What follows belongs to an exercise in optimizing a design on an open flow for small area, a short achievable clock period and few clock cycles per item; a production flow would make more cautious choices. The RTL was checked by simulation tests, not by an equivalence proof against the original design.

File: design/flow/design.v
module sha256_lane (
    input  wire         clk,
    input  wire         rst_n,    
    input  wire         start,    
    input  wire         first,    
    input  wire [511:0] block,    
    output wire         ready,
    output reg          done,
    output wire [255:0] digest    
);
    localparam [31:0] IV0 = 32'h6a09e667, IV1 = 32'hbb67ae85,
                      IV2 = 32'h3c6ef372, IV3 = 32'ha54ff53a,
                      IV4 = 32'h510e527f, IV5 = 32'h9b05688c,
                      IV6 = 32'h1f83d9ab, IV7 = 32'h5be0cd19;
    function [31:0] knext;
        input [5:0] i;
        begin
            case (i)
                6'd0:  knext = 32'h71374491; 6'd1:  knext = 32'hb5c0fbcf;
                6'd2:  knext = 32'he9b5dba5; 6'd3:  knext = 32'h3956c25b;
                6'd4:  knext = 32'h59f111f1; 6'd5:  knext = 32'h923f82a4;
                6'd6:  knext = 32'hab1c5ed5; 6'd7:  knext = 32'hd807aa98;
                6'd8:  knext = 32'h12835b01; 6'd9:  knext = 32'h243185be;
                6'd10: knext = 32'h550c7dc3; 6'd11: knext = 32'h72be5d74;
                6'd12: knext = 32'h80deb1fe; 6'd13: knext = 32'h9bdc06a7;
                6'd14: knext = 32'hc19bf174; 6'd15: knext = 32'he49b69c1;
                6'd16: knext = 32'hefbe4786; 6'd17: knext = 32'h0fc19dc6;
                6'd18: knext = 32'h240ca1cc; 6'd19: knext = 32'h2de92c6f;
                6'd20: knext = 32'h4a7484aa; 6'd21: knext = 32'h5cb0a9dc;
                6'd22: knext = 32'h76f988da; 6'd23: knext = 32'h983e5152;
                6'd24: knext = 32'ha831c66d; 6'd25: knext = 32'hb00327c8;
                6'd26: knext = 32'hbf597fc7; 6'd27: knext = 32'hc6e00bf3;
                6'd28: knext = 32'hd5a79147; 6'd29: knext = 32'h06ca6351;
                6'd30: knext = 32'h14292967; 6'd31: knext = 32'h27b70a85;
                6'd32: knext = 32'h2e1b2138; 6'd33: knext = 32'h4d2c6dfc;
                6'd34: knext = 32'h53380d13; 6'd35: knext = 32'h650a7354;
                6'd36: knext = 32'h766a0abb; 6'd37: knext = 32'h81c2c92e;
                6'd38: knext = 32'h92722c85; 6'd39: knext = 32'ha2bfe8a1;
                6'd40: knext = 32'ha81a664b; 6'd41: knext = 32'hc24b8b70;
                6'd42: knext = 32'hc76c51a3; 6'd43: knext = 32'hd192e819;
                6'd44: knext = 32'hd6990624; 6'd45: knext = 32'hf40e3585;
                6'd46: knext = 32'h106aa070; 6'd47: knext = 32'h19a4c116;
                6'd48: knext = 32'h1e376c08; 6'd49: knext = 32'h2748774c;
                6'd50: knext = 32'h34b0bcb5; 6'd51: knext = 32'h391c0cb3;
                6'd52: knext = 32'h4ed8aa4a; 6'd53: knext = 32'h5b9cca4f;
                6'd54: knext = 32'h682e6ff3; 6'd55: knext = 32'h748f82ee;
                6'd56: knext = 32'h78a5636f; 6'd57: knext = 32'h84c87814;
                6'd58: knext = 32'h8cc70208; 6'd59: knext = 32'h90befffa;
                6'd60: knext = 32'ha4506ceb; 6'd61: knext = 32'hbef9a3f7;
                6'd62: knext = 32'hc67178f2; default: knext = 32'h428a2f98;
            endcase
        end
    endfunction
    function [63:0] csa;
        input [31:0] x, y, z;
        begin
            csa[31:0]  = x ^ y ^ z;
            csa[63:32] = {(x[30:0] & y[30:0]) | (x[30:0] & z[30:0]) | (y[30:0] & z[30:0]), 1'b0};
        end
    endfunction
    reg        run;       
    reg  [5:0] cnt;       
    reg        pre;       
    reg        rdy;       
    reg        nrdy;      
    reg        r61, r62, r63;    
    reg        fst_cur;   
    reg        fst_nxt;   
    reg        s_iv;      
    reg        s_hv;      
    reg        s_63;      
    reg        s_sh;      
    reg        s_nw;      
    reg [31:0] a, b, c, d, e, f, g;   
    reg [31:0] p;                     
    reg [31:0] kq;                    
    reg        f_hv, f_iv;            
    reg [31:0] hv0, hv1, hv2, hv3, hv4, hv5, hv6, hv7;    
    reg [31:0] w [0:15];              
    wire       nrun   = (run & ~r63) | pre;
    wire [5:0] cnt_n  = nrun ? cnt + 6'd1 : cnt;
    wire       acc    = start & rdy;
    assign ready  = rdy;
    assign digest = {hv0, hv1, hv2, hv3, hv4, hv5, hv6, hv7};
    wire [31:0] big_s1 = {e[5:0], e[31:6]} ^ {e[10:0], e[31:11]} ^ {e[24:0], e[31:25]};
    wire [31:0] big_s0 = {a[1:0], a[31:2]} ^ {a[12:0], a[31:13]} ^ {a[21:0], a[31:22]};
    wire [31:0] ch     = (e & f) ^ (~e & g);
    wire [31:0] maj    = (a & b) | (c & (a | b));
    wire [31:0] f0     = (hv0 & {32{f_hv}}) | (IV0 & {32{f_iv}});
    wire [31:0] f4     = (hv4 & {32{f_hv}}) | (IV4 & {32{f_iv}});
    wire [63:0] t1 = csa(p, big_s1, ch);           
    wire [63:0] a2 = csa(big_s0, maj, f0);
    wire [63:0] a3 = csa(t1[31:0], t1[63:32], a2[31:0]);
    wire [63:0] a4 = csa(a3[31:0], a3[63:32], a2[63:32]);
    wire [31:0] a_new = a4[31:0] + a4[63:32];
    wire [63:0] e2 = csa(t1[31:0], t1[63:32], d);
    wire [63:0] e3 = csa(e2[31:0], e2[63:32], f4);
    wire [31:0] e_new = e3[31:0] + e3[63:32];
    wire [31:0] xh  = pre ? (fst_nxt ? IV7 : r63 ? hv6 : hv7) : g;    
    wire [63:0] p1  = csa(xh, kq, w[0]);
    wire [31:0] p_new = p1[31:0] + p1[63:32];
    wire [31:0] ha  = fst_cur ? (r61 ? IV3 : r62 ? IV2 : IV1) : hv3;
    wire [31:0] he  = fst_cur ? (r61 ? IV7 : r62 ? IV6 : IV5) : hv7;
    wire [31:0] sum_a = ha + a;
    wire [31:0] sum_e = he + e;
    wire [31:0] sml_s0 = {w[1][6:0], w[1][31:7]}   ^ {w[1][17:0], w[1][31:18]}  ^ (w[1] >> 3);
    wire [31:0] sml_s1 = {w[14][16:0], w[14][31:17]} ^ {w[14][18:0], w[14][31:19]} ^ (w[14] >> 10);
    wire [63:0] w1 = csa(sml_s1, w[9], w[0]);
    wire [63:0] w2 = csa(w1[31:0], w1[63:32], sml_s0);
    wire [31:0] w_new = w2[31:0] + w2[63:32];
    integer i;
    always @(posedge clk) begin
        if (!rst_n) begin
            run  <= 1'b0;
            cnt  <= 6'd63;
            pre  <= 1'b0;
            rdy  <= 1'b1;
            nrdy <= 1'b0;
            done <= 1'b0;
            r61  <= 1'b0;
            r62  <= 1'b0;
            r63  <= 1'b0;
            f_hv <= 1'b0;
            f_iv <= 1'b0;
            s_iv <= 1'b0;
            s_hv <= 1'b0;
            s_63 <= 1'b0;
            s_sh <= 1'b1;
            s_nw <= 1'b1;
        end else begin
            run  <= nrun;
            cnt  <= cnt_n;
            pre  <= acc;
            rdy  <= (~nrun & ~acc) | r61;
            nrdy <= ~((~nrun & ~acc) | r61);
            done <= r63;
            r61  <= run & (cnt == 6'd60);
            r62  <= r61;
            r63  <= r62;
            f_hv <= run & (cnt == 6'd62) & ~fst_cur;
            f_iv <= run & (cnt == 6'd62) & fst_cur;
            s_iv <= acc & first;
            s_hv <= acc & ~first & ~r62;
            s_63 <= r62 & ~(acc & first);
            s_sh <= ~acc & ~r62;
            s_nw <= (r62 & ~(acc & first)) | (~acc & ~r62);
        end
    end
    always @(posedge clk) begin
        if (rdy)
            fst_nxt <= first;
        if (pre)
            fst_cur <= fst_nxt;
        for (i = 0; i < 16; i = i + 1)
            w[i] <= (block[511 - 32*i -: 32] & {32{rdy}}) |
                    ((i == 15 ? w_new : w[(i+1) % 16]) & {32{nrdy}});
        kq <= knext(cnt_n);
        p  <= p_new;
        a <= (a_new & {32{s_nw}}) | (hv0 & {32{s_hv}}) | (IV0 & {32{s_iv}});
        b <= (sum_a & {32{s_63}}) | (a & {32{s_sh}}) | (hv1 & {32{s_hv}}) | (IV1 & {32{s_iv}});
        c <= (hv1 & {32{s_63}}) | (hv2 & {32{s_hv}}) | (b & {32{s_sh}}) | (IV2 & {32{s_iv}});
        d <= (hv2 & {32{s_63}}) | (hv3 & {32{s_hv}}) | (c & {32{s_sh}}) | (IV3 & {32{s_iv}});
        e <= (e_new & {32{s_nw}}) | (hv4 & {32{s_hv}}) | (IV4 & {32{s_iv}});
        f <= (sum_e & {32{s_63}}) | (e & {32{s_sh}}) | (hv5 & {32{s_hv}}) | (IV5 & {32{s_iv}});
        g <= (hv5 & {32{s_63}}) | (hv6 & {32{s_hv}}) | (f & {32{s_sh}}) | (IV6 & {32{s_iv}});
        if (r61 | r62 | r63) begin
            hv1 <= sum_a; hv2 <= hv1; hv3 <= hv2;
            hv5 <= sum_e; hv6 <= hv5; hv7 <= hv6;
        end
        if (r63) begin
            hv0 <= a_new; hv4 <= e_new;
        end
    end
endmodule
File: design/flow/flow/run.sh
#!/bin/bash
# Standard layout, but with the smallest buffer on the ports (every port
# still gets its own buffer); each tool's output stays in orfs/logs.
set -euo pipefail
bash standard.sh BUFFER_PORTS_ARGS="-buffer_cell sky130_fd_sc_hd__buf_1" finish > standard_make.log 2>&1
File: design/flow/standard.sh
#!/bin/bash
# synth_recipe.tcl (not shown) runs the flow's synth.tcl, then flattens the netlist and writes it again
# the make line also repeats each setting of config.mk as NAME=value (left out here)
make -C /OpenROAD-flow-scripts/flow DESIGN_CONFIG=/design/flow/config.mk WORK_HOME=/design/flow/orfs CLKGATE_MAP_FILE= SYNTH_SCRIPT=/design/flow/synth_recipe.tcl "${@:-finish}"
File: design/flow/config.mk
export PLATFORM = sky130hd
export DESIGN_NAME = sha256_lane
export DESIGN_NICKNAME = sha256_lane
export VERILOG_FILES = /design/flow/design.v
export SDC_FILE = /design/flow/constraint.sdc
export NUM_CORES = 4
export LEC_CHECK = 0
export CAP_MARGIN = 20
export CORE_MARGIN = 2
export CORE_UTILIZATION = 40
export SETUP_SLACK_MARGIN = 5
export SLEW_MARGIN = 20
File: design/flow/constraint.sdc
create_clock -name core_clock -period 9.5 [get_ports {clk}]
set_input_delay 1.9000 -clock core_clock [delete_from_list [all_inputs] [get_ports {clk}]]
set_output_delay 1.9000 -clock core_clock [all_outputs]
set_load 0.01 [all_outputs]
==> results of run 1 <==
final timing paths:
check / startpoint / end / cells after the start
max: e[26]$_DFF_P_ / e[28]$_DFF_P_ / 18
min reg2reg: f[16]$_DFF_P_ / g[16]$_DFF_P_ / 2
max reg2reg: e[26]$_DFF_P_ / e[28]$_DFF_P_ / 18
min: f[16]$_DFF_P_ / g[16]$_DFF_P_ / 2
layer usage:
metal  global-route usage (%)  part of all wire, %  wire length [um]
met1                    43.01                   43             97950
met3                    4.970                  8.5             19350
met5                        0                    0                 0
met2                    45.65                   45            101100
met4                    10.52                  3.6              8115
cells by family (layout without fill, tap and decap cells):
kind of cell,Yosys count,after routing,synth area share (%)
and+or+nand+nor,801,801,6.381
other,0,10,0
xor gates and xnor gates,464,464,7.229
muxes,61,61,1.124
adders and majority gates,487,487,14.19
AOI/OAI and AO/OA,1682,1682,21.75
DFF,1079,1079,43.02
buffers and inverters,941,1739,6.307
synth_stat cells, types with 12 or more instances:
master    number  share of area [%]
maj3_1        21               0.37
nand3_1       58               0.52
mux2i_1       53               0.94
o21ai_0      266                2.4
inv_1        580                3.9
nand4_1       12               0.13
a22o_1       493                7.7
xnor2_1      300                4.7
a221oi_1      31               0.48
and3_1        23               0.26
buf_1         26               0.17
a221o_1       47               0.84
nor2b_1       31               0.34
clkbuf_1     324                2.2
nor2_1       170                1.1
a211oi_1      26               0.35
dfxtp_1      821                 29
edfxtp_1     258                 14
a22oi_1       62               0.83
and2_1        19               0.21
fa_1         258                9.2
or3_1         19               0.21
a222oi_1      63                1.1
o21bai_1      18               0.24
a21oi_1      307                2.7
o211ai_1      27               0.36
o21a_1        34               0.45
a21o_1       129                1.7
nand2_1      362                2.4
o31ai_1       12               0.16
ha_1         208                4.6
or2_2         22               0.24
o22ai_1       23               0.26
nor3_1        44               0.39
xor2_1       164                2.6
a31oi_1       34               0.38
nand2b_1      19               0.21
cells in the final DEF (no fill, tap or decap), types with 54 or more instances in the layout:
| master | count |
|---|---|
| o21ai_0 | 256 |
| fa_1 | 237 |
| a21o_1 | 129 |
| edfxtp_1 | 258 |
| dfxtp_1 | 738 |
| clkbuf_16 | 118 |
| xor2_1 | 125 |
| buf_4 | 118 |
| a22oi_1 | 61 |
| nand2_1 | 357 |
| a22o_1 | 493 |
| a21oi_1 | 275 |
| xnor2_1 | 242 |
| a222oi_1 | 63 |
| inv_1 | 573 |
| nor2_1 | 161 |
| buf_1 | 773 |
| ha_1 | 188 |
| nand3_1 | 54 |
area by class of cell:
class / instances / area [um2] / area share [%]
antenna: 10 / 25.02 / 0.03700
clock buffer: 167 / 3336 / 4.932
clock inverter: 51 / 506.7 / 0.7492
inverter: 582 / 2190 / 3.237
multi-input combinational: 3495 / 30390 / 44.94
sequential: 1079 / 24380 / 36.05
tap: 1876 / 2347 / 3.471
timing repair buffer: 939 / 4454 / 6.586
tightest hold or removal path: stages (launching register included):
cell and delay (ns):
dfxtp_1 0.33, a21oi_1 0.07, nand2_1 0.08
through the flow:
| step | setup slack, ns | hold WS (ns) | area, um2 | std cells |
|---|---|---|---|---|
| final | 4.399 | 0.4238 | 67630 | 8199 |
| after global routing | 4.284 | 0.4389 | 67630 | 8196 |
| after CTS | 4.418 | 0.4133 | 66240 | 8144 |
| after detailed placement | 3.816 | 0.4218 | 60690 | 7852 |
| after global placement | 3.946 | 0.4170 | 60690 | 7852 |
| after floorplan | 4.705 | 0.4159 | 56440 | 5515 |
what timing repair did:
action                     CTS  global route
setup buffers               73            44
resized for setup          273           196
pin swaps                  114           113
gates cloned                 1             1
setup endpoints to repair  154           117
hold buffers                 0             0
==> qor.tcl, run 1 <==
set qor(final.setup.tns_ns) 0
set qor(globalRouteTotalUtil_pct) 30.04
set qor(path_clk_slew_ns) 0.07
set qor(critical_path_buf_inv_count) 2
set qor(fp.dieW_um) 378.9
set qor(required_ns) 10.13
set qor(floorplan.rows) 137
set qor(unrepaired_setup_endpoints_after_global_routing) {yes}
set qor(report.final.setup_viol) 0
set qor(crit_family) {adder cells}
set qor(portBuffers) 773
set qor(number_of_maximum_capacitance_constraint_violations) 0
set qor(timing.critical_path.cells) {buf_6 -> xor2_4 -> xnor2_2 -> fa_2 -> fa_1 -> fa_1 -> inv_2 -> ha_4 -> a21o_1 -> a21o_1 -> a21o_1 -> o2bb2ai_4 -> a22oi_2 -> a31oi_4 -> or4_1 -> a31oi_1 -> xnor2_1 -> a221o_1}
set qor(synthesized_nets) 6497
set qor(hold_violations) 0
set qor(filler_cell_count) 13150
set qor(synth_cell_type_count) 88
set qor(hpwl_um) 171600
set qor(full_die_area_um2) 143600
set qor(endpoint_kind) {flop}
set qor(drt_pass1_iterations) 8
set qor(insertion_delay_ns) 0.78
set qor(total_length_of_routed_wires_um) 226500
set qor(drv_slew) 0
set qor(cts-htree-levels) 3
set qor(crit_path_frequent_cell) {a21o_1}
set qor(number_of_flops_mapped_to_enable_cells_by_yosys) 258
set qor(hold_class) {reg -> reg}
set qor(antenna_violating_nets_post_route) 0
set qor(clock.fmax_ghz) 0.1960
set qor(initial_utilization_pct) 40.29
set qor(critical_path.slowest_cell) {or4_1}
set qor(first_global_vias) 43940
set qor(utilization_pct) 48.47
set qor(num_io_pins) 774
set qor(yosysWarnings) 2
set qor(routedWlPerCell_um) 27.63
set qor(max_slew.worst_pin.slew_ns) 1.081
set qor(core_area_um2) 139500
set qor(grt_max_degree) 206
set qor(largest_register_ff_count) 512
set qor(route.vias.total) 46710
set qor(cts_tree) {built}
set qor(cts_made_buffers) 115
set qor(synth.ff_latch_count) 1079
set qor(drc) 0
set qor(cp-start-kind) {flop}
set qor(timing.reg2reg.setup_slack_ns) 4.40
set qor(max_stage_delay_ns) 0.56
set qor(antenna_found_initial) 15
set qor(gate_count_post_synth) 5515
set qor(clockRootBuffer) {clkbuf_16}
set qor(cts_num_sinks) 1079
set qor(finalClockSkew_ns) 0.08910
set qor(run_status) {no timing/DRC/antenna violations}
set qor(period_needed_ns) 5.101
set qor(worst-path-max-fanout) 3
set qor(via_per_inst) 5.697
set qor(portion_of_the_post_synthesis_area_used_by_sequential_elements_pct) 43.02
set qor(syn_area_um2) 56220
set qor(criticalPathCategory) {reg -> reg}
set qor(first_iter_violations) 5877
set qor(num-nets-final) 7194
set qor(area.growth.synth_to_final_pct) 20.31
set qor(fraction_of_layout_cells_with_a_size_suffix_above_1_pct) 11.80
set qor(max-slew-margin-rel_pct) 27.93
set qor(cts.path.max_buffers) 3
set qor(fin_crit_sh_pct) 53.69
set qor(async_reset_ff_share_pct) 0
set qor(wire_length_of_the_first_global_routing_pass_um) 311900
set qor(synth_ff_type) {dfxtp_1}
set qor(avgSynthCellArea_um2) 10.19
set qor(grt_remaining_overflow) 0
set qor(gp_congestion) 0.9678
set qor(max_flop_register) {w}
set qor(floorplan.die.height_um) 378.9
set qor(worstPathArrival_ns) 5.73
Testbench counts, summed over its fixed seeds: cycles 50,136, blocks 783.
==> run 2, diff against run 1 <==
--- a/design/flow/config.mk
+++ b/design/flow/config.mk
@@ -8,5 +8,7 @@
 export CAP_MARGIN = 20
 export CORE_MARGIN = 2
 export CORE_UTILIZATION = 40
+export CTS_CLUSTER_DIAMETER = 60
+export CTS_CLUSTER_SIZE = 30
 export SETUP_SLACK_MARGIN = 5
 export SLEW_MARGIN = 20
==> qor.tcl, run 2 <==
set qor(globalRouteTotalUtil_pct) 29.99 ;# was 30.04%
set qor(clock.fmax_ghz) 0.1952 ;# was 0.1960 GHz
set qor(final_cell_count_no_fill) 8153 ;# was 8199
set qor(floorplan.die.height_um) 378.9 ;# unchanged
set qor(cts.path.max_buffers) 3 ;# unchanged
set qor(number_of_maximum_capacitance_constraint_violations) 0 ;# unchanged
set qor(cp-start-kind) {flop} ;# unchanged
set qor(netlist_top_cells_count) {821 x dfxtp_1, 580 x inv_1, 493 x a22o_1} ;# unchanged
set qor(drt_pass1_iterations) 9 ;# was 8
set qor(grt_remaining_overflow) 0 ;# unchanged
set qor(main_area_contributors_after_synthesis) {dfxtp_1 29%, edfxtp_1 14%, fa_1 9.2%} ;# unchanged
set qor(worstPathArrival_ns) 5.75 ;# was 5.73 ns
set qor(path_clk_slew_ns) 0.09 ;# was 0.07 ns
set qor(placement.setup.worst_slack_ns) 3.816 ;# unchanged
set qor(utilization_pct) 48.26 ;# was 48.47%
set qor(async_reset_ff_share_pct) 0 ;# unchanged
set qor(antenna_found_initial) 16 ;# was 15
set qor(synthesized_nets) 6497 ;# unchanged
set qor(fraction_of_layout_cells_with_a_size_suffix_above_1_pct) 11.81 ;# was 11.80%
set qor(post_synth_and_or_nand_nor_area_fraction_pct) 6.381 ;# unchanged
set qor(yosysWarnings) 2 ;# unchanged
set qor(max-slew-margin-rel_pct) 26.79 ;# was 27.93%
set qor(avgSynthCellArea_um2) 10.19 ;# unchanged
set qor(post_synth_fa_ha_maj_area_fraction_pct) 14.19 ;# unchanged
set qor(full_die_area_um2) 143600 ;# unchanged
set qor(cts_num_sinks) 1079 ;# unchanged
set qor(post-synth-top-count-cell) {dfxtp_1} ;# unchanged
set qor(hold_class) {reg -> reg} ;# unchanged
set qor(insertion_delay_ns) 0.74 ;# was 0.78 ns
set qor(first_iter_violations) 5420 ;# was 5877
set qor(synth.top_cell.area_share_pct) 29.24 ;# unchanged
set qor(synth_top_cell_by_area) {dfxtp_1} ;# unchanged
set qor(num-nets-final) 7170 ;# was 7194
set qor(most-common-layout-cells) {773 x buf_1, 738 x dfxtp_1, 574 x inv_1} ;# was 773 x buf_1, 738 x dfxtp_1, 573 x inv_1
set qor(multiplexer_area_fraction_after_synthesis_pct) 1.124 ;# unchanged
set qor(drc) 0 ;# unchanged
set qor(fp.dieW_um) 378.9 ;# unchanged
set qor(core_area_um2) 139500 ;# unchanged
set qor(route.vias.total) 46680 ;# was 46710
set qor(final.setup.tns_ns) 0 ;# unchanged
set qor(routedWlPerCell_um) 27.74 ;# was 27.63 um
set qor(filler_cell_count) 13170 ;# was 13150
set qor(synth_ff_type) {dfxtp_1} ;# unchanged
set qor(combinational_family_with_the_most_area_after_synthesis) {compound AO/OA/AOI/OAI gates} ;# unchanged
set qor(clockRootBuffer) {clkbuf_16} ;# unchanged
set qor(required_ns) 10.12 ;# was 10.13 ns
set qor(via_per_inst) 5.725 ;# was 5.697
set qor(gp_congestion) 0.9678 ;# unchanged
set qor(antenna_violating_nets_post_route) 0 ;# unchanged
set qor(mostFrequentLayoutCell) {buf_1} ;# unchanged
set qor(gate_count_post_synth) 5515 ;# unchanged
set qor(synth_cell_type_count) 88 ;# unchanged
set qor(criticalPathCategory) {reg -> reg} ;# unchanged
set qor(run_status) {no timing/DRC/antenna violations} ;# unchanged
set qor(total_length_of_routed_wires_um) 226200 ;# was 226500 um
set qor(portBuffers) 773 ;# unchanged
set qor(first_global_vias) 43790 ;# was 43940
set qor(initial_utilization_pct) 40.29 ;# unchanged
set qor(drv_slew) 0 ;# unchanged
set qor(worst-path-max-fanout) 4 ;# was 3
set qor(synth-xor-area-share_pct) 7.229 ;# unchanged
set qor(cts_made_buffers) 98 ;# was 115
set qor(unrepaired_setup_endpoints_after_global_routing) {yes} ;# unchanged
set qor(grt_max_degree) 206 ;# unchanged
set qor(area.growth.synth_to_final_pct) 19.79 ;# was 20.31%
set qor(endpoint_kind) {flop} ;# unchanged
set qor(finalClockSkew_ns) 0.05913 ;# was 0.08910 ns
set qor(period_needed_ns) 5.122 ;# was 5.101 ns
set qor(hold_violations) 0 ;# unchanged
set qor(cts_tree) {built} ;# unchanged
set qor(max_flop_register) {w} ;# unchanged
set qor(number_of_flops_mapped_to_enable_cells_by_yosys) 258 ;# unchanged
set qor(cts-htree-levels) 3 ;# unchanged
set qor(portion_of_the_post_synthesis_area_used_by_sequential_elements_pct) 43.02 ;# unchanged
set qor(dpl.cell_count) 7852 ;# unchanged
set qor(hpwl_um) 171600 ;# unchanged
set qor(worst_setup_margin_ns) 4.378 ;# was 4.399 ns
set qor(wire_length_of_the_first_global_routing_pass_um) 311600 ;# was 311900 um
set qor(num_io_pins) 774 ;# unchanged
set qor(synth-compound-area-share_pct) 21.75 ;# unchanged
set qor(synth.ff_latch_count) 1079 ;# unchanged
set qor(max_slew.worst_pin.slew_ns) 1.098 ;# was 1.081 ns
set qor(largest_register_ff_count) 512 ;# unchanged
set qor(syn_area_um2) 56220 ;# unchanged
set qor(floorplan.rows) 137 ;# unchanged
set qor(report.final.setup_viol) 0 ;# unchanged
set qor(fin_crit_sh_pct) 53.92 ;# was 53.69%
==> run 2: cell counts after synthesis <==
No cell type changed its count.
==> run 2: area by class of cell <==
class                   instances  area (um2)  area share [%]
multi-input cells            3495       30420           45.17
flip-flops and latches       1079       24390           36.22
repair buffers                932        4357           6.469
clock buffers                 106        2586           3.840
well taps                    1876        2347           3.485
inverters                     582        2190           3.251
clock inverters                78        1037           1.540
diodes                          5       12.51         0.01858
==> run 2: critical path, stage by stage (launching register included) <==
cell and delay (ns):
dfxtp_4 0.39, xor2_4 0.17, xnor2_2 0.27, fa_1 0.50, fa_2 0.59, inv_2 0.04
fa_2 0.35, ha_4 0.18, fa_2 0.33, a21o_1 0.21, a221oi_4 0.28, nor2b_2 0.10
a311o_1 0.42, a21oi_2 0.27, a21oi_4 0.13, a211oi_2 0.20, o31ai_1 0.10, xor2_1 0.15
a221o_1 0.34
==> run 2: final timing paths <==
| check | startpoint | endpoint | slack [ns] | cells after the start |
|---|---|---|---|---|
| worst max-delay path | a[23]$_DFF_P_ | a[30]$_DFF_P_ | 4.38 | 18 |
| worst min-delay path | w[4][23]$_DFF_P_ | w[3][23]$_DFF_P_ | 0.43 | 1 |
| worst max register to register | a[23]$_DFF_P_ | a[30]$_DFF_P_ | 4.38 | 18 |
| worst min register to register | w[4][23]$_DFF_P_ | w[3][23]$_DFF_P_ | 0.43 | 1 |
==> run 2: cells by family (layout without fill, tap and decap cells) <==
group	Yosys count	count (layout)
compound gates	1682	1682
xor+xnor	464	464
fa+ha+maj	487	487
buf+inv	941	1698
flops	1079	1079
mux	61	61
other cells	0	5
simple gates	801	801
==> run 2: what timing repair did <==
item                                   CTS  global route
setup endpoints to repair              157           112
hold buffers                             0             0
gates resized for setup                284           189
buffers inserted                        60            50
pin swaps                               77           108
cloned                                   1             1
endpoints found under the hold margin    0             0
==> run 2: per-stage QoR <==
stage | instance area, um2 | hold slack (ns)
floorplan | 56440 | 0.4159
global placement | 60690 | 0.4170
detailed placement | 60690 | 0.4218
CTS | 65990 | 0.4267
global route | 67340 | 0.4428
finish | 67340 | 0.4255
==> run 2: per-layer routing <==
layer | vias up | track usage (%) | part of all wire (%)
li1 | 20790 | - | -
met2 | 2381 | 45.49 | 44
met4 | 10 | 10.21 | 3.8
met1 | 23110 | 43.05 | 43
met5 | - | 0 | 0.031
met3 | 385 | 5.115 | 8.6
==> run 3, diff against run 2 <==
--- a/design/flow/design.v
+++ b/design/flow/design.v
@@ -88,13 +88,14 @@
     wire [31:0] maj    = (a & b) | (c & (a | b));
     wire [31:0] f0     = (hv0 & {32{f_hv}}) | (IV0 & {32{f_iv}});
     wire [31:0] f4     = (hv4 & {32{f_hv}}) | (IV4 & {32{f_iv}});
-    wire [63:0] t1 = csa(p, big_s1, ch);           
-    wire [63:0] a2 = csa(big_s0, maj, f0);
-    wire [63:0] a3 = csa(t1[31:0], t1[63:32], a2[31:0]);
+    wire [63:0] a1 = csa(p, maj, f0);
+    wire [63:0] a2 = csa(big_s0, big_s1, ch);
+    wire [63:0] a3 = csa(a1[31:0], a1[63:32], a2[31:0]);
     wire [63:0] a4 = csa(a3[31:0], a3[63:32], a2[63:32]);
     wire [31:0] a_new = a4[31:0] + a4[63:32];
-    wire [63:0] e2 = csa(t1[31:0], t1[63:32], d);
-    wire [63:0] e3 = csa(e2[31:0], e2[63:32], f4);
+    wire [63:0] e1 = csa(p, d, f4);
+    wire [63:0] e2 = csa(e1[31:0], e1[63:32], ch);
+    wire [63:0] e3 = csa(e2[31:0], e2[63:32], big_s1);
     wire [31:0] e_new = e3[31:0] + e3[63:32];
     wire [31:0] xh  = pre ? (fst_nxt ? IV7 : r63 ? hv6 : hv7) : g;    
     wire [63:0] p1  = csa(xh, kq, w[0]);
--- a/design/flow/config.mk
+++ b/design/flow/config.mk
@@ -8,7 +8,5 @@
 export CAP_MARGIN = 20
 export CORE_MARGIN = 2
 export CORE_UTILIZATION = 40
-export CTS_CLUSTER_DIAMETER = 60
-export CTS_CLUSTER_SIZE = 30
 export SETUP_SLACK_MARGIN = 5
 export SLEW_MARGIN = 20
==> qor.tcl, run 3 <==
set qor(main_area_contributors_after_synthesis) {dfxtp_1 29%, edfxtp_1 14%, fa_1 11%} ;# was dfxtp_1 29%, edfxtp_1 14%, fa_1 9.2%
set qor(first_global_vias) 44400 ;# was 43790
set qor(synth_cell_type_count) 94 ;# was 88
set qor(fraction_of_layout_cells_with_a_size_suffix_above_1_pct) 11.89 ;# was 11.81%
set qor(first_iter_violations) 5813 ;# was 5420
set qor(floorplan.die.height_um) 382.6 ;# was 378.9 um
set qor(max-slew-margin-rel_pct) 13.27 ;# was 26.79%
set qor(max_slew.worst_pin.slew_ns) 1.301 ;# was 1.098 ns
set qor(run_status) {no timing/DRC/antenna violations} ;# unchanged
set qor(grt_max_degree) 233 ;# was 206
set qor(full_die_area_um2) 146400 ;# was 143600 um2
set qor(utilization_pct) 48.75 ;# was 48.26%
set qor(unrepaired_setup_endpoints_after_global_routing) {yes} ;# unchanged
set qor(cp-start-kind) {flop} ;# unchanged
set qor(async_reset_ff_share_pct) 0 ;# unchanged
set qor(worst_reg2reg_path_startpoint) {e[13]$_DFF_P_} ;# was a[23]$_DFF_P_
set qor(most-common-layout-cells) {773 x buf_1, 733 x dfxtp_1, 578 x inv_1} ;# was 773 x buf_1, 738 x dfxtp_1, 574 x inv_1
set qor(report.final.setup_viol) 0 ;# unchanged
set qor(endpoint_kind) {flop} ;# unchanged
set qor(cts_made_buffers) 118 ;# was 98
set qor(minimum_hold_slack_ns) 0.3880 ;# was 0.4255 ns
set qor(whs_path_cells) 1 ;# unchanged
set qor(mostFrequentLayoutCell) {buf_1} ;# unchanged
set qor(max_stage_delay_ns) 0.49 ;# was 0.59 ns
set qor(drc) 0 ;# unchanged
set qor(hold_path_end) {w[1][14]$_DFF_P_} ;# was w[3][23]$_DFF_P_
set qor(floorplan.rows) 138 ;# was 137
set qor(fin_crit_sh_pct) 52.19 ;# was 53.92%
set qor(drt_pass1_iterations) 9 ;# unchanged
set qor(finish.instance_area_um2) 69200 ;# was 67340 um2
set qor(synth_top_cell_by_area) {dfxtp_1} ;# unchanged
set qor(yosysWarnings) 2 ;# unchanged
set qor(portBuffers) 773 ;# unchanged
set qor(routedWlPerCell_um) 28.81 ;# was 27.74 um
set qor(number_of_flops_mapped_to_enable_cells_by_yosys) 258 ;# unchanged
set qor(synth.top_cell.area_share_pct) 28.66 ;# was 29.24%
set qor(r2r-end) {a[22]$_DFF_P_} ;# was a[30]$_DFF_P_
set qor(antenna_found_initial) 26 ;# was 16
set qor(finalClockSkew_ns) 0.09250 ;# was 0.05913 ns
set qor(syn_area_um2) 57350 ;# was 56220 um2
set qor(area.growth.synth_to_final_pct) 20.66 ;# was 19.79%
set qor(num_io_pins) 774 ;# unchanged
set qor(critical_path_buf_inv_count) 4 ;# was 1
set qor(placement.setup.worst_slack_ns) 3.933 ;# was 3.816 ns
set qor(final.setup.tns_ns) 0 ;# unchanged
set qor(period_needed_ns) 4.958 ;# was 5.122 ns
set qor(clock.fmax_ghz) 0.2017 ;# was 0.1952 GHz
set qor(max_flop_register) {w} ;# unchanged
set qor(insertion_delay_ns) 0.79 ;# was 0.74 ns
set qor(crit_family) {adder cells} ;# was compound AO/OA/AOI/OAI gates
set qor(grt_remaining_overflow) 0 ;# unchanged
set qor(route.vias.total) 47330 ;# was 46680
set qor(criticalPathCategory) {reg -> reg} ;# unchanged
set qor(hpwl_um) 181000 ;# was 171600 um
set qor(cts_tree) {built} ;# unchanged
set qor(worstPathArrival_ns) 5.62 ;# was 5.75 ns
set qor(netlist_top_cells_count) {821 x dfxtp_1, 581 x inv_1, 548 x a22o_1} ;# was 821 x dfxtp_1, 580 x inv_1, 493 x a22o_1
set qor(filler_cell_count) 13220 ;# was 13170
set qor(timing.reg2reg.setup_slack_ns) 4.54 ;# was 4.38 ns
set qor(cts.path.max_buffers) 3 ;# unchanged
set qor(path_clk_slew_ns) 0.06 ;# was 0.09 ns
set qor(wire_length_of_the_first_global_routing_pass_um) 328100 ;# was 311600 um
set qor(cts-htree-levels) 3 ;# unchanged
set qor(fp.dieW_um) 382.6 ;# was 378.9 um
set qor(synth.ff_latch_count) 1079 ;# unchanged
set qor(drv_slew) 0 ;# unchanged
set qor(largest_register_ff_count) 512 ;# unchanged
set qor(timing.reg2reg.worst_path_depth) 20 ;# was 18
set qor(critical_path.slowest_cell) {fa_1} ;# was fa_2
set qor(clockRootBuffer) {clkbuf_16} ;# unchanged
set qor(dpl-instance-area_um2) 61890 ;# was 60690 um2
set qor(total_length_of_routed_wires_um) 237100 ;# was 226200 um
set qor(initial_utilization_pct) 40.41 ;# was 40.29%
set qor(synthesized_nets) 6571 ;# was 6497
set qor(worst-path-max-fanout) 4 ;# unchanged
set qor(antenna_violating_nets_post_route) 0 ;# unchanged
set qor(gate_count_post_synth) 5536 ;# was 5515
set qor(core_area_um2) 141900 ;# was 139500 um2
set qor(gp_congestion) 1.004 ;# was 0.9678
set qor(avgSynthCellArea_um2) 10.36 ;# was 10.19 um2
set qor(crit_path_frequent_cell) {fa_1} ;# was fa_2
set qor(critical_path_cell_count) 20 ;# was 18
set qor(number_of_maximum_capacitance_constraint_violations) 0 ;# unchanged
set qor(hold_class) {reg -> reg} ;# unchanged
set qor(timing.critical_path.cells) {xnor2_4 -> xnor2_4 -> fa_1 -> inv_1 -> fa_1 -> inv_1 -> fa_1 -> ha_2 -> fa_2 -> a211oi_2 -> o21a_1 -> nor3_2 -> or3_4 -> a31oi_4 -> buf_4 -> buf_6 -> o21bai_4 -> a21oi_2 -> xnor2_2 -> a22o_1} ;# was xor2_4 -> xnor2_2 -> fa_1 -> fa_2 -> inv_2 -> fa_2 -> ha_4 -> fa_2 -> a21o_1 -> a221oi_4 -> nor2b_2 -> a311o_1 -> a21oi_2 -> a21oi_4 -> a211oi_2 -> o31ai_1 -> xor2_1 -> a221o_1
set qor(globalRouteTotalUtil_pct) 31.06 ;# was 29.99%
set qor(worst_setup_margin_ns) 4.542 ;# was 4.378 ns
set qor(synth_ff_type) {dfxtp_1} ;# unchanged
set qor(hold_violations) 0 ;# unchanged
set qor(num-nets-final) 7260 ;# was 7170
set qor(worst_hold_startpoint) {w[2][14]$_DFF_P_} ;# was w[4][23]$_DFF_P_
set qor(cts_num_sinks) 1079 ;# unchanged
set qor(required_ns) 10.17 ;# was 10.12 ns
set qor(via_per_inst) 5.751 ;# was 5.725
set qor(post-synth-top-count-cell) {dfxtp_1} ;# unchanged
set qor(portion_of_the_post_synthesis_area_used_by_sequential_elements_pct) 42.17 ;# was 43.02%
[run 3: cell count changes in the layout (fill, tap and decap cells not counted), moves of 17 or more]
cell      before  now
fa_1         237  306
nor2_1       160  187
a22o_1       493  548
o21ai_0      249  174
nand2_1      356  284
clkbuf_1       1   19
xor2_1       124   95
xnor2_4        2   20
buf_6         27   10
[run 3: repair_timing]
action | CTS | global route
gates cloned | 3 | 0
pin swaps | 88 | 61
endpoints found under the hold margin | 0 | 0
endpoints found under the setup margin | 172 | 86
buffers inserted | 83 | 32
hold buffers | 0 | 0
resized for setup | 334 | 104
[run 3: routing by layer]
metal / GRT usage [%] / vias up / routed length, um
li1: - / 21000 / -
met1: 44.26 / 23420 / 100900
met2: 46.45 / 2531 / 103800
met3: 7.081 / 369 / 23880
met4: 9.996 / 10 / 8509
met5: 0 / - / 66
[run 3: kinds of logic after synthesis]
group / share of synthesized area (%)
flops: 42.17
simple gates: 6.273
fa+ha+maj: 15.45
mux: 1.303
buf+inv: 6.270
compound gates: 22.07
xor+xnor: 6.469
[run 3: layout make-up]
class                   count  area, um2  share of cell area [%]
inverters                 583       2188                   3.163
clock buffers             157       3299                   4.768
clock inverters            64      865.8                   1.251
multi-input cells        3506      31610                   45.68
repair buffers            937       4420                   6.388
diodes                     14      35.03                 0.05063
flip-flops and latches   1079      24420                   35.29
well taps                1890       2365                   3.418
[run 3: worst max-delay path by stage]
stage                              endpoint  slack, ns           from
after floorplan               a[30]$_DFF_P_       4.96   e[2]$_DFF_P_
after global placement    hv0[28]$_DFFE_PP_       4.06  e[26]$_DFF_P_
after detailed placement      a[30]$_DFF_P_       3.93  e[26]$_DFF_P_
after CTS                     a[30]$_DFF_P_       4.56  e[13]$_DFF_P_
after global routing      hv0[28]$_DFFE_PP_       4.40  a[15]$_DFF_P_
final                         a[22]$_DFF_P_       4.54  e[13]$_DFF_P_
[run 3: per-stage QoR]
stage,cells
2_1_floorplan,5536
3_3_place_gp,7877
3_5_place_dp,7877
4_1_cts,8184
5_1_grt,8227
6_report,8230
Testbench counts of run 3, summed over its fixed seeds: cycles 50,136, blocks 783.

-- port drivers added, routing unchanged --
In the flow no input, the clock included, has a driving cell. The finished layouts below were timed again as built, in two steps.
Step 1 (the two cells are an assumption about what drives the block):
set clk [get_ports {clk}]
set_driving_cell -lib_cell sky130_fd_sc_hd__clkbuf_16 $clk
set_driving_cell -lib_cell sky130_fd_sc_hd__buf_2 [delete_from_list [all_inputs] $clk]
Step 2 adds t to the input delays and takes it off the output delays; t is the mean of the earliest and latest rising clock arrival at the registers after step 1. Input paths then give back, and output paths get back, about the clock's delay inside the block.
Slacks: ideal ports / drivers / drivers and shift; pairs: ideal ports / drivers.
| run | t, ns | setup slack, ns | worst register clock-pin slew, ns | worst slew at a driven data input, ns |
|---|---|---|---|---|
| run 1 | 0.814 | 4.399 / 4.399 / 4.399 | 0.07 / 0.07 | 0.20 |
| run 2 | 0.786 | 4.378 / 4.378 / 4.378 | 0.09 / 0.09 | 0.17 |
| run 3 | 0.816 | 4.542 / 4.542 / 4.542 | 0.07 / 0.07 | 0.16 |
After both steps setup and hold are still met in every run listed.
